Source: an optimization exercise on an open RTL-to-GDS flow (aim: small area, a short achievable clock period and few clock cycles per item). Production flows keep margins and buffers that such runs may drop.
The RTL was checked by simulation tests, not by an equivalence proof against the original design.

`flow/config.mk`:
```
export PLATFORM = sky130hd
export DESIGN_NAME = whey_update
export DESIGN_NICKNAME = whey_update
export VERILOG_FILES = /design/flow/design.v
export SDC_FILE = /design/flow/constraint.sdc
export NUM_CORES = 4
export LEC_CHECK = 0
export ABC_AREA = 1
export CAP_MARGIN = 20
export CORE_MARGIN = 2
export CORE_UTILIZATION = 40
export SLEW_MARGIN = 20
```
`flow/constraint.sdc`:
```
create_clock -name core_clock -period 75.0 [get_ports {clk}]
set_input_delay 15.0000 -clock core_clock [delete_from_list [all_inputs] [get_ports {clk}]]
set_output_delay 15.0000 -clock core_clock [all_outputs]
set_load 0.01 [all_outputs]
```
`flow/design.v`:
```
module rca #(parameter W = 8) (
    input  wire [W-1:0] a,
    input  wire [W-1:0] b,
    input  wire         ci,
    output wire [W-1:0] s,
    output wire         co
);
    wire [W:0] c;
    assign c[0] = ci;
    genvar i;
    generate
        for (i = 0; i < W; i = i + 1) begin : g
            assign s[i]   = a[i] ^ b[i] ^ c[i];
            assign c[i+1] = (a[i] & b[i]) | (c[i] & (a[i] ^ b[i]));
        end
    endgenerate
    assign co = c[W];
endmodule
module inc #(parameter W = 8) (
    input  wire [W-1:0] a,
    input  wire         ci,
    output wire [W-1:0] s,
    output wire         co
);
    wire [W:0] c;
    assign c[0] = ci;
    genvar i;
    generate
        for (i = 0; i < W; i = i + 1) begin : g
            assign s[i]   = a[i] ^ c[i];
            assign c[i+1] = a[i] & c[i];
        end
    endgenerate
    assign co = c[W];
endmodule
module bka #(parameter W = 8) (
    input  wire [W-1:0] a,
    input  wire [W-1:0] b,
    input  wire         ci,
    output wire [W-1:0] s,
    output wire         co
);
    reg [W-1:0] p, g;
    integer i, j;
    always @(*) begin
        p = a ^ b;
        g = a & b;
        g[0] = g[0] | (p[0] & ci);
        for (i = 1; i <= 5; i = i + 1)
            for (j = 2**i - 1; j < W; j = j + 2**i) begin
                g[j] = g[j] | (p[j] & g[j - 2**(i-1)]);
                p[j] = p[j] & p[j - 2**(i-1)];
            end
        for (i = 5; i > 0; i = i - 1)
            for (j = 2**i + 2**(i-1) - 1; j < W; j = j + 2**i) begin
                g[j] = g[j] | (p[j] & g[j - 2**(i-1)]);
                p[j] = p[j] & p[j - 2**(i-1)];
            end
    end
    assign s  = a ^ b ^ {g[W-2:0], ci};
    assign co = g[W-1];
endmodule
module lzshift #(parameter W = 27) (
    input  wire [W-1:0] t,
    input  wire [7:0]   lim,
    output wire [W-1:0] y,
    output wire [4:0]   shl
);
    wire [4:0]   b0 = (|lim[7:5]) ? 5'd31 : lim[4:0];
    wire         s16 = ~|t[W-1:W-16] & b0[4];
    wire [W-1:0] t1  = s16 ? {t[W-17:0], 16'd0} : t;
    wire [3:0]   b1  = (b0[4] & ~s16) ? 4'd15 : b0[3:0];
    wire         s8  = ~|t1[W-1:W-8] & b1[3];
    wire [W-1:0] t2  = s8 ? {t1[W-9:0], 8'd0} : t1;
    wire [2:0]   b2  = (b1[3] & ~s8) ? 3'd7 : b1[2:0];
    wire         s4  = ~|t2[W-1:W-4] & b2[2];
    wire [W-1:0] t3  = s4 ? {t2[W-5:0], 4'd0} : t2;
    wire [1:0]   b3  = (b2[2] & ~s4) ? 2'd3 : b2[1:0];
    wire         s2  = ~|t3[W-1:W-2] & b3[1];
    wire [W-1:0] t4  = s2 ? {t3[W-3:0], 2'd0} : t3;
    wire         b4  = (b3[1] & ~s2) | b3[0];
    wire         s1  = ~t4[W-1] & b4;
    assign y   = s1 ? {t4[W-2:0], 1'b0} : t4;
    assign shl = {s16, s8, s4, s2, s1};
endmodule
module fp32_add (
    input  wire [31:0] a,
    input  wire [15:0] b,
    output wire        sign,
    output wire [30:0] pre,
    output wire        up
);
    wire        na = |a[30:23];
    wire        nb = |b[14:7];
    wire [7:0]  ea = {a[30:24], a[23] | ~na};
    wire [7:0]  eb = {b[14:8], b[7] | ~nb};
    wire [23:0] ma = {na, a[22:0]};
    wire [7:0]  mb = {nb, b[6:0]};
    wire [7:0]  dab, dba;
    wire        ab_ge, ba_ge;
    bka #(8) u_dab (.a(ea), .b(~eb), .ci(1'b1), .s(dab), .co(ab_ge));
    bka #(8) u_dba (.a(eb), .b(~ea), .ci(1'b1), .s(dba), .co(ba_ge));
    wire [7:0]  mdm;
    wire        ma_ge;
    bka #(8) u_mc (.a(ma[23:16]), .b(~mb), .ci(1'b1), .s(mdm), .co(ma_ge));
    wire        bbig = ~ab_ge | (ab_ge & ba_ge & ~ma_ge);
    wire [7:0]  ex = bbig ? eb : ea;
    wire        sx = bbig ? b[15] : a[31];
    wire [23:0] mx = bbig ? {mb, 16'd0} : ma;
    wire [23:0] my = bbig ? ma : {mb, 16'd0};
    wire [7:0]  d  = bbig ? dba : dab;
    wire        sub = a[31] ^ b[15];
    wire [4:0]  dsh = d[4:0] | {5{|d[7:5]}};
    wire [25:0] yw  = {my, 2'd0} >> dsh;
    wire [23:0] below;
    genvar k;
    generate
        for (k = 0; k < 24; k = k + 1) begin : g_below
            assign below[k] = ({3'd0, dsh} >= k + 3);
        end
    endgenerate
    wire [26:0] myg = {yw, |(my & below)};
    wire [27:0] sum;
    wire        sco;
    bka #(28) u_sum (.a({1'b0, mx, 3'b000}), .b({1'b0, myg} ^ {28{sub}}), .ci(sub), .s(sum), .co(sco));
    wire [26:0] msh;
    wire [4:0]  shl;
    lzshift #(27) u_norm (.t(sum[26:0]), .lim(ex - 8'd1), .y(msh), .shl(shl));
    wire [26:0] m = sum[27] ? {sum[27:2], sum[1] | sum[0]} : msh;
    wire [7:0]  e;
    wire        c1;
    bka #(8) u_exs (.a(ex), .b(sum[27] ? 8'd0 : ~{3'd0, shl}), .ci(1'b1), .s(e), .co(c1));
    assign up   = m[2] & (m[1] | m[0] | m[3]);
    wire [7:0]  efld = m[26] ? e : 8'd0;
    assign pre  = {efld, m[25:3]};
    wire        zero = ~|sum;
    assign sign = zero ? (a[31] & b[15]) : sx;
endmodule
module fp32_round (
    input  wire        sign,
    input  wire [30:0] pre,
    input  wire        up,
    output wire [31:0] r,
    output wire        ovf
);
    wire [30:0] code;
    wire        c3;
    bka #(31) u_rnd (.a(pre), .b(31'd0), .ci(up), .s(code), .co(c3));
    assign ovf = &code[30:23];
    assign r   = {sign, code};
endmodule
module bf16_rne (
    input  wire        sign,
    input  wire [30:0] pre,
    input  wire        up,
    output wire [15:0] p1,
    output wire [15:0] w1,
    output wire        s_ovf,
    output wire        ovf
);
    wire        all1 = &pre[14:0];
    wire        all0 = ~|pre[14:0];
    wire        s15  = pre[15] ^ (up & all1);
    wire        c16  = up & all1 & pre[15];
    wire        s16  = pre[16] ^ c16;
    wire        z14  = up ? all1 : all0;            
    wire        upp  = s15 & (~z14 | s16);         
    wire [14:0] code;
    wire        c0;
    bka #(15) u_p1 (.a(pre[30:16]), .b(15'd0), .ci(c16 | upp), .s(code), .co(c0));
    assign ovf   = &code[14:7];
    assign p1    = {sign, code};
    assign s_ovf = (&pre[30:23]) | ((pre[30:23] == 8'hFE) & (&pre[22:0]) & up);
    wire [15:0] rm;
    wire        c1;
    bka #(16) u_neg (.a(pre[15:0] ^ {16{upp}}), .b(16'd0), .ci(up ^ upp), .s(rm), .co(c1));
    wire        rs = sign ^ upp;
    wire        ns = |pre[30:23];
    wire [7:0]  es = {pre[30:24], pre[23] | ~ns};
    wire [23:0] n;
    wire [4:0]  shl;
    lzshift #(24) u_norm (.t({8'd0, rm}), .lim(es - 8'd1), .y(n), .shl(shl));
    wire [7:0]  ed;
    wire        c2;
    rca #(8) u_er (.a(es), .b(~{3'd0, shl}), .ci(1'b1), .s(ed), .co(c2));
    wire [7:0]  er  = n[23] ? ed : 8'd0;
    wire        rup = n[15] & ((|n[14:0]) | n[16]);
    wire [14:0] wc;
    wire        c3;
    bka #(15) u_w1 (.a({er, n[22:16]}), .b(15'd0), .ci(rup), .s(wc), .co(c3));
    assign w1 = (rm == 16'd0) ? 16'h0000 : {rs, wc};
endmodule
module whey_lane_a (
    input  wire [31:0] delta,
    input  wire [15:0] w,
    output wire [31:0] a,
    output wire [3:0]  ast
);
    wire d_max = &delta[30:23];
    wire w_max = &w[14:7];
    wire d_nan = d_max & (|delta[22:0]);
    wire w_nan = w_max & (|w[6:0]);
    wire d_inf = d_max & ~(|delta[22:0]);
    wire w_inf = w_max & ~(|w[6:0]);
    wire        sign, up, ovf;
    wire [30:0] pre;
    fp32_add   u_add (.a(delta), .b(w), .sign(sign), .pre(pre), .up(up));
    fp32_round u_rnd (.sign(sign), .pre(pre), .up(up), .r(a), .ovf(ovf));
    wire nan_new = d_inf & w_inf & (delta[31] ^ w[15]);
    assign ast = {d_nan | w_nan, nan_new, d_inf | w_inf, d_inf ? delta[31] : w[15]};
endmodule
module whey_lane_s (
    input  wire [31:0] a,
    input  wire [3:0]  ast,
    input  wire [15:0] p,
    output wire        sign,
    output wire [30:0] pre,
    output wire        up,
    output wire [5:0]  sst
);
    wire p_max = &p[14:7];
    wire p_nan = p_max & (|p[6:0]);
    wire p_inf = p_max & ~(|p[6:0]);
    wire a_ovf     = &a[30:23];
    wire a_nan     = ast[3] | ast[2];
    wire a_inf     = ~a_nan & (ast[1] | a_ovf);
    wire a_inf_new = ~ast[3] & ~ast[1] & a_ovf;
    wire a_sign    = ast[1] ? ast[0] : a[31];
    fp32_add u_add (.a(a), .b(p), .sign(sign), .pre(pre), .up(up));
    wire nan_new = ~a_nan & p_inf & a_inf & (p[15] ^ a_sign);
    wire s_nan   = p_nan | a_nan | nan_new;
    assign sst = {ast[3] | p_nan, ast[2] | nan_new, a_inf_new, s_nan,
                  p_inf | a_inf, p_inf ? p[15] : a_sign};
endmodule
module whey_lane_out (
    input  wire        sign,
    input  wire [30:0] pre,
    input  wire        up,
    input  wire [5:0]  sst,
    output wire [15:0] p_new,
    output wire [15:0] w_new,
    output wire [3:0]  flags
);
    wire [15:0] p1, w1;
    wire        s_ovf, ovf;
    bf16_rne u_split (.sign(sign), .pre(pre), .up(up), .p1(p1), .w1(w1), .s_ovf(s_ovf), .ovf(ovf));
    wire s_nan  = sst[2];
    wire s_inf  = ~s_nan & (sst[1] | s_ovf);
    wire s_sign = sst[1] ? sst[0] : sign;
    wire s_inf_new = ~s_nan & ~sst[1] & s_ovf;
    assign p_new = s_nan ? 16'h7FC0 :
                   (s_inf | ovf) ? {s_sign, 15'h7F80} : p1;
    assign w_new = (s_nan | s_inf | ovf) ? 16'h0000 : w1;
    assign flags = {sst[5], 1'b0, sst[3] | s_inf_new | (~s_nan & ~s_inf & ovf), sst[4]};
endmodule
module whey_lane (
    input  wire [31:0] delta,
    input  wire [15:0] p,
    input  wire [15:0] w,
    output wire [15:0] p_new,
    output wire [15:0] w_new,
    output wire [3:0]  flags
);
    wire [31:0] a;
    wire [3:0]  ast;
    wire        sign, up;
    wire [30:0] pre;
    wire [5:0]  sst;
    whey_lane_a   u_a (.delta(delta), .w(w), .a(a), .ast(ast));
    whey_lane_s   u_s (.a(a), .ast(ast), .p(p), .sign(sign), .pre(pre), .up(up), .sst(sst));
    whey_lane_out u_o (.sign(sign), .pre(pre), .up(up), .sst(sst),
                       .p_new(p_new), .w_new(w_new), .flags(flags));
endmodule
module whey_update (
    input  wire        clk,
    input  wire        rst,           
    input  wire        in_valid,
    output wire        in_ready,
    input  wire [63:0] in_delta,      
    input  wire [31:0] in_p,          
    input  wire [31:0] in_w,          
    output wire        out_valid,
    input  wire        out_ready,
    output wire [31:0] out_p,
    output wire [31:0] out_w,
    output wire [7:0]  out_flags      
);
    reg        h_v, t_v;
    reg [69:0] h_d, t_d;
    wire       go = ~t_v;             
    reg        v0;
    reg [63:0] delta0;
    reg [31:0] p0, w0;
    reg        v1;
    reg [63:0] a1;
    reg [7:0]  ast1;
    reg [31:0] p1;
    reg        v2;
    reg [65:0] s2;                    
    reg [11:0] sst2;
    reg        rdy;                   
    wire [63:0] a_n;
    wire [65:0] s_n;
    wire [7:0]  ast_n;
    wire [11:0] sst_n;
    wire [31:0] pn, wn;
    wire [7:0]  fn;
    genvar i;
    generate
        for (i = 0; i < 2; i = i + 1) begin : g_lane
            whey_lane_a u_a (
                .delta (delta0[32*i +: 32]),
                .w     (w0[16*i +: 16]),
                .a     (a_n[32*i +: 32]),
                .ast   (ast_n[4*i +: 4])
            );
            whey_lane_s u_s (
                .a     (a1[32*i +: 32]),
                .ast   (ast1[4*i +: 4]),
                .p     (p1[16*i +: 16]),
                .sign  (s_n[33*i + 32]),
                .pre   (s_n[33*i + 1 +: 31]),
                .up    (s_n[33*i]),
                .sst   (sst_n[6*i +: 6])
            );
            whey_lane_out u_o (
                .sign  (s2[33*i + 32]),
                .pre   (s2[33*i + 1 +: 31]),
                .up    (s2[33*i]),
                .sst   (sst2[6*i +: 6]),
                .p_new (pn[16*i +: 16]),
                .w_new (wn[16*i +: 16]),
                .flags (fn[4*i +: 4])
            );
        end
    endgenerate
    wire [69:0] res = {fn[7], fn[5:4], fn[3], fn[1:0], wn, pn};
    wire        rd  = h_v & out_ready;
    wire        wr  = go & v2;
    assign in_ready  = rdy;
    assign out_valid = h_v;
    assign out_p     = h_d[31:0];
    assign out_w     = h_d[63:32];
    assign out_flags = {h_d[69], 1'b0, h_d[68:67], h_d[66], 1'b0, h_d[65:64]};
    always @(posedge clk) begin
        if (rst) begin
            v0  <= 1'b0;
            v1  <= 1'b0;
            v2  <= 1'b0;
            h_v <= 1'b0;
            t_v <= 1'b0;
            rdy <= 1'b1;
        end else begin
            if (go) begin
                v0 <= in_valid;
                v1 <= v0;
                v2 <= v1;
            end
            if (t_v) begin
                if (rd) begin
                    t_v <= 1'b0;
                    rdy <= 1'b1;
                end
            end else if (wr & h_v & ~rd) begin
                t_v <= 1'b1;
                rdy <= 1'b0;
            end else if (wr) begin
                h_v <= 1'b1;
            end else if (rd) begin
                h_v <= 1'b0;
            end
        end
    end
    always @(posedge clk) begin
        if (go) begin
            delta0 <= in_delta;
            p0     <= in_p;
            w0     <= in_w;
            a1     <= a_n;
            ast1   <= ast_n;
            p1     <= p0;
            s2     <= s_n;
            sst2   <= sst_n;
        end
        if (~h_v | out_ready)
            h_d <= t_v ? t_d : res;
        if (~t_v)
            t_d <= res;
    end
endmodule
```
`flow/flow/run.sh`:
```
#!/bin/bash
# The standard layout (the standard.sh: ORFS synthesis to finish), with one
# change: the buffers that ORFS puts on every input and output port are
# sky130_fd_sc_hd__buf_2 cells instead of the resizer's default pick
# (clkdlybuf4s50_1, a slow delay buffer). Everything else, including the
# synthesis, floorplan, power grid, tap cells and clock tree, is standard.
set -euo pipefail
export BUFFER_PORTS_ARGS="-buffer_cell sky130_fd_sc_hd__buf_2"
bash standard.sh finish > flow_make.log 2>&1
```
`flow/standard.sh`:
```
#!/bin/bash
# synth_recipe.tcl (not shown) runs the flow's synth.tcl, then flattens the netlist and writes it again
# the make line also repeats each setting of config.mk as NAME=value (left out here)
make -C /OpenROAD-flow-scripts/flow DESIGN_CONFIG=/design/flow/config.mk WORK_HOME=/design/flow/orfs CLKGATE_MAP_FILE= SYNTH_SCRIPT=/design/flow/synth_recipe.tcl "${@:-finish}"
```
==> reports/metrics.yaml, run 1 <==
synth:
  yosysSeqAreaShare_pct: 28.1
  netlist_area_sq_um: 46000
  synth-edff-count: 380
  yosys-top-cells-area: "edfxtp_1 (25%), nand2_1 (15%), ha_1 (8.2%)"
  avgSynthCellArea_sq_um: 6.89
  ys_types: 79
  post-synth-top-count-cell: "nand2_1"
  ys_ff_latch: 456
  synth_flop_cell: "edfxtp_1"
  synth_top_area_cell: "edfxtp_1"
  synth_cells: 6679
  synth_commonest_cells: "nand2_1 (1872), inv_1 (877), o21ai_0 (696), nor2_1 (599), edfxtp_1 (380)"
  synth_top_area_share_pct: 24.8
  synthArstFlopShare_pct: 0
  yosysWarnings: 6
drt:
  finalWirelength_microns: 139000
  wl_per_cell_microns: 16.8
  vias: 43500
  via_per_inst: 5.24
  first_iter_violations: 3448
  drc: 0
  ant_nets: 0
  drtPass1Iterations: 6
finish:
  fill_cells: 12000
  nets: 7272
  final_layout_size_suffix_gt1_share_pct: 7.11
  multiInputGateArea_sq_um: 28600
  areaGrowthSynthToFinish_pct: 8.81
  seqCellArea_sq_um: 12900
worst_setup_path:
  crit_path_cell_trace: "buf_2"
  r2r_setup_slack_ns: 59.08
  critPathKind: "flip-flop to output pin"
  cp.buffers_inverters: 1
  critical_path.slowest_cell: "edfxtp_1"
  arrival_ns: 1.22
  cp_max_fo: 1
  worstPathRequired_ns: 60.00
  critPathMaxStageDelay_ns: 0.41
  crit_family: "flip-flops"
  critPathLaunchType: "flip-flop"
  cp-end-kind: "output pin"
sta:
  setup_tns_ns: 0
  finalHoldViolCount: 0
  fin_crit_ns: 16.22
  finalClockSkew_ns: 0.0744
  fin_crit_sh_pct: 21.6
  fmax_mhz: 61.7
  slew_headroom_pct: 31.2
  rsz0062_at_grt: "false"
  finalSetupViolCount: 0
  worst_pin_slew_ns: 1.03
  maxSlewViolCount: 0
clock_tree:
  cts_num_sinks: 456
  cts_buffers: 53
  h-tree-depth: 2
  worstSkewPairLatency_ns: 0.70
  cts_tree: "built"
  cts_buffer_depth: 3
  clkTransAtPathRegs_ns: 0.06
  root_buffer: "clkbuf_16"
  cts_setup_buffers: 0
  cts.repair.resized: 0
  hold_buffers: 0
die:
  die_area_sq_um: 118000
  die_y_microns: 343
  fp.dieW_microns: 343
  io_pins: 206
  start_util_pct: 40.3
  num_rows: 124
  fp.coreArea_sq_um: 114000
global_route:
  grt_pass1_wl_microns: 220000
  grt_max_degree: 178
  grt_usage_pct: 23.2
  grt_overflow_total: 0
  first_global_vias: 40600
  antenna_found_initial: 2
place:
  io_buffers: 203
  dp.final_hpwl_microns: 111000
  gp_congestion: 0.986
status:
  status: "finished clean"
hold_path:
  min_path_type: "flip-flop to flip-flop"
run:
  max_cap_violations: 0
==> cells in the final DEF (no fill, tap or decap), types with 22 or more instances in the layout <==
| master | instances |
|---|---|
| nand2_1 | 1871 |
| inv_1 | 874 |
| o21ai_0 | 696 |
| nor2_1 | 599 |
| edfxtp_1 | 380 |
| nand3_1 | 379 |
| ha_1 | 300 |
| buf_2 | 203 |
| xor2_1 | 186 |
| a21oi_1 | 176 |
| fa_1 | 104 |
| xnor2_1 | 101 |
| nand4_1 | 96 |
| dfxtp_1 | 75 |
| nor3_1 | 59 |
| clkbuf_16 | 53 |
| nor4_1 | 50 |
| buf_4 | 46 |
| o21ai_1 | 36 |
| o22ai_1 | 33 |
| inv_2 | 26 |
| a22o_1 | 26 |
| a31oi_1 | 25 |
| nand2_2 | 25 |
| mux2i_1 | 24 |
| or2_2 | 22 |
==> worst paths after layout <==
| check | start | end | depth (start not counted) |
|---|---|---|---|
| max reg2reg | w0[27] | a1[62] | 67 |
| max | h_d[27] | out_p[27] | 1 |
| min | p0[28] | p1[28] | 0 |
| min reg2reg | p0[28] | p1[28] | 0 |
==> per-stage QoR <==
| stage | hold slack, ns | area (sq um) | util [%] | setup WS [ns] | std cells |
|---|---|---|---|---|---|
| after floorplan | 0.400 | 46000 | - | 58.17 | 6680 |
| after global placement | 0.402 | 48200 | 42.2 | 58.39 | 8193 |
| after detailed placement | 0.405 | 48200 | 42.2 | 58.37 | 8193 |
| after CTS | 0.421 | 50100 | 43.9 | 58.72 | 8292 |
| after global routing | 0.421 | 50100 | 43.9 | 57.63 | 8292 |
| final | 0.419 | 50100 | 43.9 | 58.78 | 8293 |
==> cells by family after synthesis <==
group                    after synthesis  synth area share, %
flip-flops                           456                 28.1
multiplexers                          24                0.522
adder cells (fa/ha/maj)              404                 12.7
AND/OR/NAND/NOR                     3194                 29.2
XOR/XNOR                             287                 5.46
AO/OA/AOI/OAI                       1155                 14.2
other                                  1              0.00815
buffers and inverters               1158                 9.81
==> cell type report <==
| cell class | instances | share of cell area [%] |
|---|---|---|
| multi-input cells | 5066 | 57.1 |
| flip-flops and latches | 456 | 25.8 |
| inverters | 909 | 6.83 |
| well taps | 1512 | 3.78 |
| repair buffers | 250 | 2.76 |
| clock buffers | 61 | 2.73 |
| clock inverters | 38 | 0.977 |
| diodes | 1 | 0.00500 |
==> flip-flops by register name, indices dropped and copies added, names as in the netlist, 8 cells and up <==
signal	count
a1	64
t_d	70
p0	32
ast1	8
w0	32
s2	66
delta0	64
h_d	70
sst2	12
p1	32
==> per-layer routing <==
| metal | global-route usage, % | wire (microns) | part of all wire, % | vias up |
|---|---|---|---|---|
| li1 | - | - | - | 22100 |
| met3 | 2.55 | 7830 | 5.6 | 249 |
| met1 | 31.7 | 63700 | 46 | 19800 |
| met5 | 0 | 23 | 0.017 | - |
| met2 | 37.9 | 62400 | 45 | 1385 |
| met4 | 8.07 | 5110 | 3.7 | 4 |
Testbench counts, summed over its fixed seeds: cycles 16,032, items 16,000.
==> run 2, diff against run 1 <==
--- a/flow/design.v
+++ b/flow/design.v
@@ -100,10 +100,7 @@
     wire        ab_ge, ba_ge;
     bka #(8) u_dab (.a(ea), .b(~eb), .ci(1'b1), .s(dab), .co(ab_ge));
     bka #(8) u_dba (.a(eb), .b(~ea), .ci(1'b1), .s(dba), .co(ba_ge));
-    wire [7:0]  mdm;
-    wire        ma_ge;
-    bka #(8) u_mc (.a(ma[23:16]), .b(~mb), .ci(1'b1), .s(mdm), .co(ma_ge));
-    wire        bbig = ~ab_ge | (ab_ge & ba_ge & ~ma_ge);
+    wire        bbig = {eb, mb} > {ea, ma[23:16]};
     wire [7:0]  ex = bbig ? eb : ea;
     wire        sx = bbig ? b[15] : a[31];
     wire [23:0] mx = bbig ? {mb, 16'd0} : ma;
==> reports/metrics.yaml, run 2 <==
hold_path:
  hp-start: "p0[9]"
  hold_end: "p1[9]"
  min_path_type: "flip-flop to flip-flop"
  whs_path_depth: 0  # unchanged
synth:
  synth_cells: 6648  # -0.46%
  netlist_area_sq_um: 46200  # +0.33%
  synth_top_area_cell: "edfxtp_1"
  yosysSeqAreaShare_pct: 28.0  # -0.092 points
  avgSynthCellArea_sq_um: 6.95  # +0.80%
  ys_ff_latch: 456  # unchanged
  synth_flop_cell: "edfxtp_1"
  synth-edff-count: 380  # unchanged
  yosys-top-cells-area: "edfxtp_1 (25%), nand2_1 (14%), ha_1 (8.3%)"
  synth_commonest_cells: "nand2_1 (1767), inv_1 (899), o21ai_0 (714), nor2_1 (580), edfxtp_1 (380)"
  post-synth-top-count-cell: "nand2_1"
  yosysWarnings: 6  # unchanged
  synthArstFlopShare_pct: 0  # unchanged
  synth_top_area_share_pct: 24.7  # -0.081 points
  ys_types: 77  # -2.5%
finish:
  final_layout_size_suffix_gt1_share_pct: 7.81  # +0.70 points
  nets: 7243  # -0.40%
  design_area_sq_um: 50100  # about the same
  fill_cells: 12100  # +0.49%
  diodes: 0  # -1
  seqCellArea_sq_um: 12900  # unchanged
  areaGrowthSynthToFinish_pct: 8.40
  final_cells: 8258  # -0.42%
  final_cell_mix: "nand2_1 (1765), inv_1 (897), o21ai_0 (714)"
  final_common_cell: "nand2_1"
  largestRegisters: "h_d x70, t_d x70, s2 x66"
  multiInputGateArea_sq_um: 28600  # about the same
sta:
  finalSetupViolCount: 0  # unchanged
  rsz0062_at_grt: "false"
  maxSlewViolCount: 0  # unchanged
  setup_tns_ns: 0  # unchanged
  fmax_mhz: 61.4  # -0.48%
  fin_crit_sh_pct: 21.7  # +0.10 points
  finalHoldViolCount: 0  # unchanged
  fin_crit_ns: 16.30  # +0.0780 ns
  slew_headroom_pct: 18.8  # -12 points
  worst_pin_slew_ns: 1.21  # +0.176 ns
  finalClockSkew_ns: 0.0236  # -0.0508 ns
  final.setup.worst_slack_ns: 58.70  # -0.0780 ns
place:
  post-place-ws_ns: 58.67  # +0.303 ns
  gp_congestion: 0.997  # +1.2%
  dp.cells: 8157  # -0.44%
  io_buffers: 203  # unchanged
  dp.final_hpwl_microns: 121000  # +8.7%
  placed_cell_area_sq_um: 48300  # about the same
die:
  fp.coreArea_sq_um: 115000  # +0.27%
  start_util_pct: 40.3  # about the same
  num_rows: 124  # unchanged
  fp.dieW_microns: 344  # +0.16%
  io_pins: 206  # unchanged
  die_area_sq_um: 118000  # +0.33%
  die_y_microns: 344  # +0.16%
drt:
  drc: 0  # unchanged
  wl_per_cell_microns: 18.2  # +8.3%
  finalWirelength_microns: 150000  # +7.8%
  via_per_inst: 5.36  # +2.2%
  vias: 44300  # +1.8%
  first_iter_violations: 3990  # +16%
  ant_nets: 0  # unchanged
  drtPass1Iterations: 9  # +3
worst_setup_path:
  cp_max_fo: 62  # +61
  critPathLaunchType: "flip-flop"
  worstPathRequired_ns: 75.38  # +15.38 ns
  r2r_setup_slack_ns: 58.70  # -0.38 ns
  r2r_cells: 61  # -9.0%
  cp-end-kind: "flip-flop"
  critPathMaxStageDelay_ns: 0.96  # +0.55 ns
  critPathKind: "flip-flop to flip-flop"
  r2r_start: "delta0[61]"
  critical_path.slowest_cell: "nor4b_2"
  arrival_ns: 16.68  # +15.46 ns
  cp_common_cell: "nand2_1"
  r2r-end: "a1[60]"
clock_tree:
  worstSkewPairLatency_ns: 0.65  # -0.05 ns
  cts_num_sinks: 456  # unchanged
  clkTransAtPathRegs_ns: 0.07  # about the same
  cts_tree: "built"
  root_buffer: "clkbuf_16"
  h-tree-depth: 2  # unchanged
  cts_buffers: 54  # +1.9%
  cts_setup_buffers: 0  # unchanged
  cts.repair.resized: 0  # unchanged
  hold_buffers: 0  # unchanged
  cts_buffer_depth: 3  # unchanged
run:
  max_cap_violations: 0  # unchanged
status:
  status: "finished clean"
global_route:
  grt_overflow_total: 0  # unchanged
  grt_pass1_wl_microns: 234000  # +6.1%
  antenna_found_initial: 1  # -1
  first_global_vias: 41500  # +2.1%
  grt_usage_pct: 24.9  # +1.7 points
  grt_max_degree: 139  # -22%
[run 2: through the flow]
stage	utilization (%)	hold slack (ns)
global placement	42.1	0.403
finish	43.7	0.420
CTS	43.7	0.420
detailed placement	42.1	0.415
floorplan	-	0.400
global route	43.7	0.424
[run 2: worst max path at each step]
stage | startpoint | to | slack [ns]
2_1_floorplan | out_ready | h_d[0] | 58.17
3_3_place_gp | out_ready | h_d[15] | 58.66
3_5_place_dp | out_ready | h_d[15] | 58.67
4_1_cts | h_d[64] | out_flags[0] | 58.72
5_1_grt | delta0[61] | a1[61] | 57.39
6_report | delta0[61] | a1[60] | 58.70
[run 2: critical path: cells and delay by family (launching register included)]
kind                       cells  cell delay [ns]
buffers and inverters          9             2.13
DFF                            1             0.48
AOI/OAI and AO/OA              9             2.39
and+or+nand+nor               34             8.22
xor gates and xnor gates       1             0.12
adders and majority gates      8             2.63
[run 2: cell families after synthesis]
logic type	Yosys count	synth area share, %
AOI/OAI and AO/OA	1205	14.7
xor gates and xnor gates	285	5.40
adders and majority gates	410	12.8
buffers and inverters	1183	10.1
DFF	456	28.0
muxes	20	0.436
other	1	0.00812
and+or+nand+nor	3088	28.6
[run 2: layout make-up]
class | instances | share of cell area (%)
flip-flops and latches | 456 | 25.8
clock inverters | 34 | 0.687
inverters | 940 | 7.06
repair buffers | 239 | 2.57
well taps | 1512 | 3.78
clock buffers | 67 | 2.92
multi-input cells | 5010 | 57.1
[run 2: layer usage]
metal,global-route usage [%],part of all wire (%),vias up,routed length (microns)
met1,34.4,45,20500,67800
met3,2.62,6.0,244,8960
met4,7.80,3.3,0,4920
li1,-,-,22000,-
met2,40.8,46,1516,68200
met5,0,0,-,0
Testbench counts of run 2, summed over its fixed seeds: cycles 16,032, items 16,000.
==> run 3, diff against run 2 <==
--- a/flow/design.v
+++ b/flow/design.v
@@ -164,13 +164,13 @@
     wire        upp  = s15 & (~z14 | s16);         
     wire [14:0] code;
     wire        c0;
-    bka #(15) u_p1 (.a(pre[30:16]), .b(15'd0), .ci(c16 | upp), .s(code), .co(c0));
+    inc #(15) u_p1 (.a(pre[30:16]), .ci(c16 | upp), .s(code), .co(c0));
     assign ovf   = &code[14:7];
     assign p1    = {sign, code};
     assign s_ovf = (&pre[30:23]) | ((pre[30:23] == 8'hFE) & (&pre[22:0]) & up);
     wire [15:0] rm;
     wire        c1;
-    bka #(16) u_neg (.a(pre[15:0] ^ {16{upp}}), .b(16'd0), .ci(up ^ upp), .s(rm), .co(c1));
+    inc #(16) u_neg (.a(pre[15:0] ^ {16{upp}}), .ci(up ^ upp), .s(rm), .co(c1));
     wire        rs = sign ^ upp;
     wire        ns = |pre[30:23];
     wire [7:0]  es = {pre[30:24], pre[23] | ~ns};
@@ -184,7 +184,7 @@
     wire        rup = n[15] & ((|n[14:0]) | n[16]);
     wire [14:0] wc;
     wire        c3;
-    bka #(15) u_w1 (.a({er, n[22:16]}), .b(15'd0), .ci(rup), .s(wc), .co(c3));
+    inc #(15) u_w1 (.a({er, n[22:16]}), .ci(rup), .s(wc), .co(c3));
     assign w1 = (rm == 16'd0) ? 16'h0000 : {rs, wc};
 endmodule
 module whey_lane_a (
==> reports/metrics.yaml, run 3 <==
sta:
  setup_tns_ns: 0  # unchanged
  rsz0062_at_grt: "false"
  final.setup.worst_slack_ns: 58.78  # +0.0759 ns
  finalSetupViolCount: 0  # unchanged
  finalClockSkew_ns: 0.0577  # +0.0341 ns
  fin_crit_sh_pct: 21.6  # -0.10 points
  maxSlewViolCount: 0  # unchanged
  whs_ns: 0.412  # -0.00788 ns
  finalHoldViolCount: 0  # unchanged
  fin_crit_ns: 16.22  # -0.0759 ns
  worst_pin_slew_ns: 1.15  # -0.0530 ns
  slew_headroom_pct: 23.0  # +4.2 points
  fmax_mhz: 61.6  # +0.47%
finish:
  fill_cells: 12100  # +0.11%
  largestRegisters: "h_d x70, t_d x70, s2 x66"
  seqCellArea_sq_um: 12900  # unchanged
  final_core_util_pct: 43.8  # about the same
  areaGrowthSynthToFinish_pct: 8.73
  multiInputGateArea_sq_um: 28700  # +0.22%
  design_area_sq_um: 50000  # -0.20%
  final_cell_mix: "nand2_1 (1804), inv_1 (831), o21ai_0 (686)"
  final_cells: 8185  # -0.88%
  final_layout_size_suffix_gt1_share_pct: 7.70  # -0.11 points
  final_common_cell: "nand2_1"
  nets: 7206  # -0.51%
global_route:
  grt_overflow_total: 0  # unchanged
  grt_max_degree: 136  # -2.2%
  grt_usage_pct: 24.6  # -0.27 points
  first_global_vias: 40400  # -2.5%
  antenna_found_initial: 3  # +2
  grt_pass1_wl_microns: 229000  # -1.8%
synth:
  synth-edff-count: 380  # unchanged
  synth_commonest_cells: "nand2_1 (1806), inv_1 (833), o21ai_0 (686), nor2_1 (562), nand3_1 (391)"
  ys_ff_latch: 456  # unchanged
  synth_cells: 6564  # -1.3%
  synthArstFlopShare_pct: 0  # unchanged
  yosysWarnings: 4  # -2
  netlist_area_sq_um: 46000  # -0.50%
  synth_top_area_cell: "edfxtp_1"
  ys_types: 79  # +2.6%
  yosys-top-cells-area: "edfxtp_1 (25%), nand2_1 (15%), ha_1 (9.3%)"
  avgSynthCellArea_sq_um: 7.00  # +0.77%
  yosysSeqAreaShare_pct: 28.1  # +0.14 points
  synth_flop_cell: "edfxtp_1"
  synth_top_area_share_pct: 24.8  # +0.12 points
  post-synth-top-count-cell: "nand2_1"
drt:
  drtPass1Iterations: 6  # -3
  drc: 0  # unchanged
  via_per_inst: 5.31  # -0.92%
  vias: 43500  # -1.8%
  finalWirelength_microns: 148000  # -1.3%
  ant_nets: 0  # unchanged
  wl_per_cell_microns: 18.1  # -0.41%
  first_iter_violations: 3788  # -5.1%
die:
  die_area_sq_um: 118000  # -0.50%
  io_pins: 206  # unchanged
  num_rows: 124  # unchanged
  fp.coreArea_sq_um: 114000  # -0.27%
  die_y_microns: 343  # -0.25%
  fp.dieW_microns: 343  # -0.25%
  start_util_pct: 40.2  # -0.093 points
place:
  post-place-ws_ns: 58.68  # +0.00700 ns
  placed_cell_area_sq_um: 48200  # -0.19%
  dp.final_hpwl_microns: 120000  # -0.91%
  dp.cells: 8086  # -0.87%
  io_buffers: 203  # unchanged
  gp_congestion: 0.984  # -1.4%
clock_tree:
  hold_buffers: 0  # unchanged
  cts.repair.resized: 0  # unchanged
  clkTransAtPathRegs_ns: 0.06  # about the same
  worstSkewPairLatency_ns: 0.67  # +0.02 ns
  cts_num_sinks: 456  # unchanged
  h-tree-depth: 2  # unchanged
  root_buffer: "clkbuf_16"
  cts_buffer_depth: 3  # unchanged
  cts_setup_buffers: 0  # unchanged
  cts_tree: "built"
  cts_buffers: 52  # -3.7%
status:
  status: "finished clean"
worst_setup_path:
  cp.buffers_inverters: 1  # -8
  r2r_cells: 69  # +13%
  critical_path.slowest_cell: "edfxtp_1"
  r2r_setup_slack_ns: 59.50  # +0.80 ns
  critPathMaxStageDelay_ns: 0.40  # -0.56 ns
  arrival_ns: 1.22  # -15.46 ns
  crit_cells: 1  # -98%
  crit_family: "flip-flops"
  worstPathRequired_ns: 60.00  # -15.38 ns
  critPathKind: "flip-flop to output pin"
  cp_max_fo: 1  # -98%
  critPathLaunchType: "flip-flop"
  crit_path_cell_trace: "buf_2"
  cp-end-kind: "output pin"
hold_path:
  whs_path_depth: 0  # unchanged
  min_path_type: "flip-flop to flip-flop"
run:
  max_cap_violations: 0  # unchanged
-- run 3: changes by cell type after synthesis, moves of 18 or more --
| cell | change |
|---|---|
| ha_1 | +36 |
| nand2_1 | +39 |
| nand3_1 | +33 |
| inv_1 | -66 |
| xnor2_1 | -19 |
| o21ai_0 | -28 |
| a21oi_1 | -21 |
| nor2_1 | -18 |
-- run 3: layout make-up --
| class | instances | share of cell area (%) |
|---|---|---|
| Multi-Input combinational cell | 4991 | 57.4 |
| Inverter | 878 | 6.61 |
| Sequential cell | 456 | 25.9 |
| Clock inverter | 35 | 0.869 |
| Clock buffer | 63 | 2.73 |
| Timing Repair Buffer | 249 | 2.72 |
| Antenna cell | 1 | 0.00501 |
| Tap cell | 1512 | 3.79 |
-- run 3: worst paths after layout --
kind,startpoint,endpoint
worst max register to register,delta0[25],a1[30]
worst min register to register,p0[21],p1[21]
worst min-delay path,p0[21],p1[21]
worst max-delay path,h_d[6],out_p[6]
-- run 3: kinds of logic (layout without fill, tap and decap cells) --
logic type      count (synthesis)  after routing  share of synthesized area [%]
buf+inv                      1118           1225                           9.52
compound gates               1162           1162                           14.4
flops                         456            456                           28.1
other cells                     1              3                        0.00816
fa+ha+maj                     446            446                           13.8
mux                            20             20                          0.438
simple gates                 3098           3098                           28.7
xor+xnor                      263            263                           5.01
-- run 3: routing by layer --
| metal | routed length [microns] | GRT usage [%] | vias to the layer above |
|---|---|---|---|
| met5 | 15 | 0 | - |
| li1 | - | - | 21900 |
| met4 | 4390 | 7.02 | 2 |
| met2 | 68800 | 41.3 | 1359 |
| met3 | 7840 | 2.37 | 223 |
| met1 | 67000 | 33.6 | 20000 |
Testbench counts of run 3, summed over its fixed seeds: cycles 16,032, items 16,000.
==> run 4, diff against run 3 <==
--- a/flow/config.mk
+++ b/flow/config.mk
@@ -9,4 +9,7 @@
 export CAP_MARGIN = 20
 export CORE_MARGIN = 2
 export CORE_UTILIZATION = 40
+export CTS_BUF_LIST = sky130_fd_sc_hd__clkbuf_16
+export CTS_CLUSTER_DIAMETER = 100
+export CTS_CLUSTER_SIZE = 25
 export SLEW_MARGIN = 20
==> reports/metrics.yaml, run 4 <==
status:
  status: "finished clean"
sta:
  fin_crit_ns: 16.26  # +0.0431 ns
  maxSlewViolCount: 0  # unchanged
  final.setup.worst_slack_ns: 58.74  # -0.0431 ns
  fin_crit_sh_pct: 21.7  # +0.057 points
  finalHoldViolCount: 0  # unchanged
  setup_tns_ns: 0  # unchanged
  worst_pin_slew_ns: 1.12  # -0.0374 ns
  fmax_mhz: 61.5  # -0.26%
  finalSetupViolCount: 0  # unchanged
  slew_headroom_pct: 25.5  # +2.5 points
  finalClockSkew_ns: 0.0466  # -0.0110 ns
  rsz0062_at_grt: "false"
clock_tree:
  hold_buffers: 0  # unchanged
  cts_setup_buffers: 0  # unchanged
  cts_buffer_depth: 3  # unchanged
  h-tree-depth: 1  # -1
  cts_buffers: 28  # -46%
  cts_num_sinks: 456  # unchanged
  worstSkewPairLatency_ns: 0.68  # about the same
  clkTransAtPathRegs_ns: 0.10  # +0.04 ns
  cts.repair.resized: 0  # unchanged
  cts_tree: "built"
  root_buffer: "clkbuf_16"
finish:
  fill_cells: 12100  # +0.39%
  final_layout_size_suffix_gt1_share_pct: 7.12  # -0.58 points
  final_cell_mix: "nand2_1 (1804), inv_1 (841), o21ai_0 (686)"
  seqCellArea_sq_um: 12900  # unchanged
  largestRegisters: "h_d x70, t_d x70, s2 x66"
  nets: 7182  # -0.33%
  final_common_cell: "nand2_1"
  diodes: 0  # -1
  areaGrowthSynthToFinish_pct: 6.96
  multiInputGateArea_sq_um: 28700  # unchanged
drt:
  finalWirelength_microns: 147000  # -0.65%
  first_iter_violations: 3755  # -0.87%
  drc: 0  # unchanged
  wl_per_cell_microns: 18.1  # about the same
  vias: 43400  # -0.19%
  ant_nets: 0  # unchanged
  drtPass1Iterations: 7  # +1
  via_per_inst: 5.33  # +0.39%
synth:
  synth_top_area_share_pct: 24.8  # unchanged
  synth-edff-count: 380  # unchanged
  avgSynthCellArea_sq_um: 7.00  # unchanged
  synth_commonest_cells: "nand2_1 (1806), inv_1 (833), o21ai_0 (686), nor2_1 (562), nand3_1 (391)"
  ys_types: 79  # unchanged
  synth_top_area_cell: "edfxtp_1"
  ys_ff_latch: 456  # unchanged
  synth_cells: 6564  # unchanged
  yosys-top-cells-area: "edfxtp_1 (25%), nand2_1 (15%), ha_1 (9.3%)"
  synth_flop_cell: "edfxtp_1"
  synthArstFlopShare_pct: 0  # unchanged
  yosysSeqAreaShare_pct: 28.1  # unchanged
  post-synth-top-count-cell: "nand2_1"
  netlist_area_sq_um: 46000  # unchanged
  yosysWarnings: 4  # unchanged
die:
  start_util_pct: 40.2  # unchanged
  fp.coreArea_sq_um: 114000  # unchanged
  fp.dieW_microns: 343  # unchanged
  num_rows: 124  # unchanged
  io_pins: 206  # unchanged
  die_area_sq_um: 118000  # unchanged
  die_y_microns: 343  # unchanged
global_route:
  first_global_vias: 40200  # -0.58%
  grt_pass1_wl_microns: 228000  # -0.60%
  grt_max_degree: 136  # unchanged
  grt_usage_pct: 24.3  # -0.26 points
  grt_overflow_total: 0  # unchanged
  antenna_found_initial: 2  # -1
place:
  io_buffers: 203  # unchanged
  dp.final_hpwl_microns: 120000  # unchanged
  gp_congestion: 0.984  # unchanged
  post-place-ws_ns: 58.68  # unchanged
worst_setup_path:
  r2r-end: "a1[62]"
  critPathKind: "flip-flop to output pin"
  worstPathRequired_ns: 60.00  # about the same
  critical_path.slowest_cell: "edfxtp_1"
  cp_max_fo: 1  # unchanged
  worstSetupStartpoint: "h_d[6]"
  r2r_start: "delta0[57]"
  cp.buffers_inverters: 1  # unchanged
  r2r_cells: 66  # -4.3%
  critPathMaxStageDelay_ns: 0.42  # +0.02 ns
  setup.worst_path.end: "out_p[6]"
  crit_cells: 1  # unchanged
  r2r_setup_slack_ns: 59.52  # +0.02 ns
  cp-end-kind: "output pin"
  crit_path_cell_trace: "buf_2"
  critPathLaunchType: "flip-flop"
  crit_family: "flip-flops"
  arrival_ns: 1.26  # +0.04 ns
hold_path:
  min_path_type: "flip-flop to flip-flop"
  whs_path_depth: 0  # unchanged
run:
  max_cap_violations: 0  # unchanged
[run 4: cell counts after synthesis]
No cell type changed its count.
[run 4: how the worst min path moves through the flow]
stage / start / end / slack (ns)
3_3_place_gp: p0[21] / p1[21] / 0.41
2_1_floorplan: p0[0] / p1[0] / 0.40
6_report: p0[18] / p1[18] / 0.43
3_5_place_dp: p0[18] / p1[18] / 0.41
4_1_cts: p0[18] / p1[18] / 0.43
5_1_grt: p0[14] / p1[14] / 0.44
[run 4: cell families after synthesis]
logic type	count (synthesis)	share of synthesized area, %
simple gates	3098	28.7
compound gates	1162	14.4
buf+inv	1118	9.52
flops	456	28.1
fa+ha+maj	446	13.8
xor+xnor	263	5.01
mux	20	0.438
other cells	1	0.00816
[run 4: metal layers]
layer / part of all wire, % / track usage (%)
met5: 0.0088 / 0
met4: 3.0 / 6.78
met3: 5.6 / 2.20
met2: 46 / 40.9
met1: 45 / 33.4
[run 4: final cells by class]
type / count / share of cell area, %
timing repair buffer: 249 / 2.77
multi-input combinational: 4991 / 58.3
clock inverter: 23 / 0.537
inverter: 878 / 6.72
clock buffer: 29 / 1.48
tap: 1512 / 3.85
sequential: 456 / 26.3
[run 4: stage by stage]
stage	cell area (sq um)	hold WS, ns	cells	util [%]
finish	49200	0.430	8138	43.0
floorplan	46000	0.400	6565	-
detailed placement	48200	0.408	8086	42.2
global placement	48200	0.406	8086	42.2
CTS	49200	0.432	8138	43.0
global route	49200	0.444	8138	43.0
==> run 5, diff against run 4 <==
--- a/flow/design.v
+++ b/flow/design.v
@@ -100,7 +100,10 @@
     wire        ab_ge, ba_ge;
     bka #(8) u_dab (.a(ea), .b(~eb), .ci(1'b1), .s(dab), .co(ab_ge));
     bka #(8) u_dba (.a(eb), .b(~ea), .ci(1'b1), .s(dba), .co(ba_ge));
-    wire        bbig = {eb, mb} > {ea, ma[23:16]};
+    wire [7:0]  mdm;
+    wire        ma_ge;
+    bka #(8) u_mc (.a(ma[23:16]), .b(~mb), .ci(1'b1), .s(mdm), .co(ma_ge));
+    wire        bbig = ~ab_ge | (ab_ge & ba_ge & ~ma_ge);
     wire [7:0]  ex = bbig ? eb : ea;
     wire        sx = bbig ? b[15] : a[31];
     wire [23:0] mx = bbig ? {mb, 16'd0} : ma;
--- a/flow/config.mk
+++ b/flow/config.mk
@@ -9,7 +9,4 @@
 export CAP_MARGIN = 20
 export CORE_MARGIN = 2
 export CORE_UTILIZATION = 40
-export CTS_BUF_LIST = sky130_fd_sc_hd__clkbuf_16
-export CTS_CLUSTER_DIAMETER = 100
-export CTS_CLUSTER_SIZE = 25
 export SLEW_MARGIN = 20
==> reports/metrics.yaml, run 5 <==
status:
  status: "finished clean"
hold_path:
  min_path_type: "flip-flop to flip-flop"
synth:
  synth-edff-count: 380  # unchanged
  netlist_area_sq_um: 45700  # -0.63%
  ys_types: 81  # +2.5%
  post-synth-top-count-cell: "nand2_1"
  synth_top_area_share_pct: 25.0  # +0.16 points
  avgSynthCellArea_sq_um: 7.00  # about the same
  ys_ff_latch: 456  # unchanged
  yosysSeqAreaShare_pct: 28.3  # +0.18 points
  synth_commonest_cells: "nand2_1 (1773), inv_1 (856), o21ai_0 (674), nor2_1 (555), edfxtp_1 (380)"
  yosysWarnings: 4  # unchanged
  synthArstFlopShare_pct: 0  # unchanged
  synth_flop_cell: "edfxtp_1"
  synth_top_area_cell: "edfxtp_1"
  synth_cells: 6522  # -0.64%
  yosys-top-cells-area: "edfxtp_1 (25%), nand2_1 (15%), ha_1 (9.2%)"
clock_tree:
  clkTransAtPathRegs_ns: 0.06  # -0.04 ns
  cts_tree: "built"
  cts_buffer_depth: 3  # unchanged
  cts_buffers: 51  # +82%
  cts_num_sinks: 456  # unchanged
  cts_setup_buffers: 0  # unchanged
  root_buffer: "clkbuf_16"
  worstSkewPairLatency_ns: 0.66  # -0.02 ns
  hold_buffers: 0  # unchanged
  cts.repair.resized: 0  # unchanged
  h-tree-depth: 2  # +1
die:
  die_area_sq_um: 117000  # -0.62%
  num_rows: 123  # -0.81%
  fp.dieW_microns: 342  # -0.31%
  fp.coreArea_sq_um: 113000  # -1.2%
  io_pins: 206  # unchanged
  start_util_pct: 40.5  # +0.24 points
  die_y_microns: 342  # -0.31%
drt:
  ant_nets: 0  # unchanged
  wl_per_cell_microns: 17.5  # -3.4%
  first_iter_violations: 3566  # -5.0%
  drc: 0  # unchanged
  via_per_inst: 5.32  # -0.14%
  finalWirelength_microns: 142000  # -3.6%
  drtPass1Iterations: 7  # unchanged
  vias: 43200  # -0.40%
sta:
  finalSetupViolCount: 0  # unchanged
  whs_ns: 0.421  # -0.00902 ns
  finalHoldViolCount: 0  # unchanged
  maxSlewViolCount: 0  # unchanged
  fin_crit_ns: 16.26  # -0.00250 ns
  setup_tns_ns: 0  # unchanged
  fin_crit_sh_pct: 21.7  # about the same
  slew_headroom_pct: 30.8  # +5.4 points
  finalClockSkew_ns: 0.0326  # -0.0140 ns
  rsz0062_at_grt: "false"
  worst_pin_slew_ns: 1.01  # -0.104 ns
  fmax_mhz: 61.5  # about the same
worst_setup_path:
  cp_max_fo: 1  # unchanged
  cp.buffers_inverters: 1  # unchanged
  crit_family: "flip-flops"
  crit_path_cell_trace: "buf_2"
  critPathMaxStageDelay_ns: 0.44  # +0.02 ns
  r2r_setup_slack_ns: 58.88  # -0.64 ns
  critical_path.slowest_cell: "edfxtp_1"
  cp-end-kind: "output pin"
  worstPathRequired_ns: 60.00  # about the same
  arrival_ns: 1.26  # about the same
  critPathLaunchType: "flip-flop"
  critPathKind: "flip-flop to output pin"
global_route:
  grt_usage_pct: 23.8  # -0.53 points
  grt_max_degree: 132  # -2.9%
  antenna_found_initial: 1  # -1
  grt_pass1_wl_microns: 224000  # -1.9%
  first_global_vias: 40500  # +0.82%
  grt_overflow_total: 0  # unchanged
finish:
  nets: 7148  # -0.47%
  multiInputGateArea_sq_um: 28300  # -1.4%
  final_common_cell: "nand2_1"
  final_layout_size_suffix_gt1_share_pct: 7.30  # +0.18 points
  diodes: 0  # unchanged
  fill_cells: 11800  # -2.6%
  final_cell_mix: "nand2_1 (1771), inv_1 (854), o21ai_0 (674)"
  largestRegisters: "h_d x70, t_d x70, s2 x66"
  areaGrowthSynthToFinish_pct: 8.35
  seqCellArea_sq_um: 12900  # unchanged
run:
  max_cap_violations: 0  # unchanged
place:
  dp.final_hpwl_microns: 114000  # -5.1%
  gp_congestion: 0.983  # -0.11%
  io_buffers: 203  # unchanged
## run 5: area by class of cell
type / instances / area share [%]
clock inverters: 27 / 0.501
flip-flops and latches: 456 / 26.1
clock buffers: 67 / 2.89
inverters: 893 / 6.79
multi-input cells: 4925 / 57.1
repair buffers: 249 / 2.76
well taps: 1500 / 3.79
## run 5: path summary, 6_finish.rpt
path | startpoint | endpoint | depth (start not counted)
max | h_d[22] | out_p[22] | 1
min | p0[11] | p1[11] | 0
max reg2reg | delta0[59] | a1[62] | 65
min reg2reg | p0[11] | p1[11] | 0
## run 5: cells by family after synthesis
group	synth area share, %
and+or+nand+nor	27.9
DFF	28.3
muxes	0.641
xor gates and xnor gates	5.04
AOI/OAI and AO/OA	14.5
adders and majority gates	13.8
other	0.00821
buffers and inverters	9.81
## run 5: per-layer routing
layer  part of all wire [%]  routed length (microns)  track usage (%)
met3                    6.0                     8540             3.06
met2                     45                    64300             39.1
met4                    3.2                     4530             7.61
met5                      0                        0                0
met1                     45                    64400             32.5
## run 5: stage by stage
step	cells	util (%)	instance area, sq um	setup slack [ns]
final	8117	43.9	49500	58.74
after global routing	8117	43.9	49500	57.11
after CTS	8117	43.9	49500	58.67
after detailed placement	8023	42.4	47800	58.71
after global placement	8023	42.4	47800	58.69
after floorplan	6523	-	45700	58.17
Testbench counts of run 5, summed over its fixed seeds: cycles 16,032, items 16,000.

-- separate check: timing with driven ports --
The flow's constraints put no driver on any port. The routed layouts listed below were extracted and timed again, unchanged, in two steps.
Step 1: set_driving_cell puts a clkbuf_16 on clk and a buf_2 on each other input, an assumption about the parent block.
Step 2, shift: input delay + t, output delay - t, t = (earliest + latest rising clock arrival at the registers) / 2. This alone moves slack from input paths to output paths.
a / b / c = ideal / step 1 / step 2; a / b = the first two.
| run | t (ns) | setup WS [ns] | slew at the worst register clock pin (ns) | worst data-port slew with drivers (ns) |
|---|---|---|---|---|
| run 1 | 0.732 | 58.781 / 58.711 / 58.391 | 0.08 / 0.08 | 0.06 |
| run 2 | 0.720 | 58.703 / 58.690 / 58.660 | 0.07 / 0.07 | 0.04 |
| run 3 | 0.717 | 58.779 / 58.704 / 58.707 | 0.07 / 0.07 | 0.05 |
| run 4 | 0.733 | 58.736 / 58.664 / 58.702 | 0.10 / 0.10 | 0.05 |
| run 5 | 0.720 | 58.738 / 58.663 / 58.682 | 0.07 / 0.07 | 0.06 |
After both steps setup and hold are still met in every run listed. The setup slack of run 1, which loses most, moves by -0.070 ns with the drivers and by -0.390 ns with both steps.
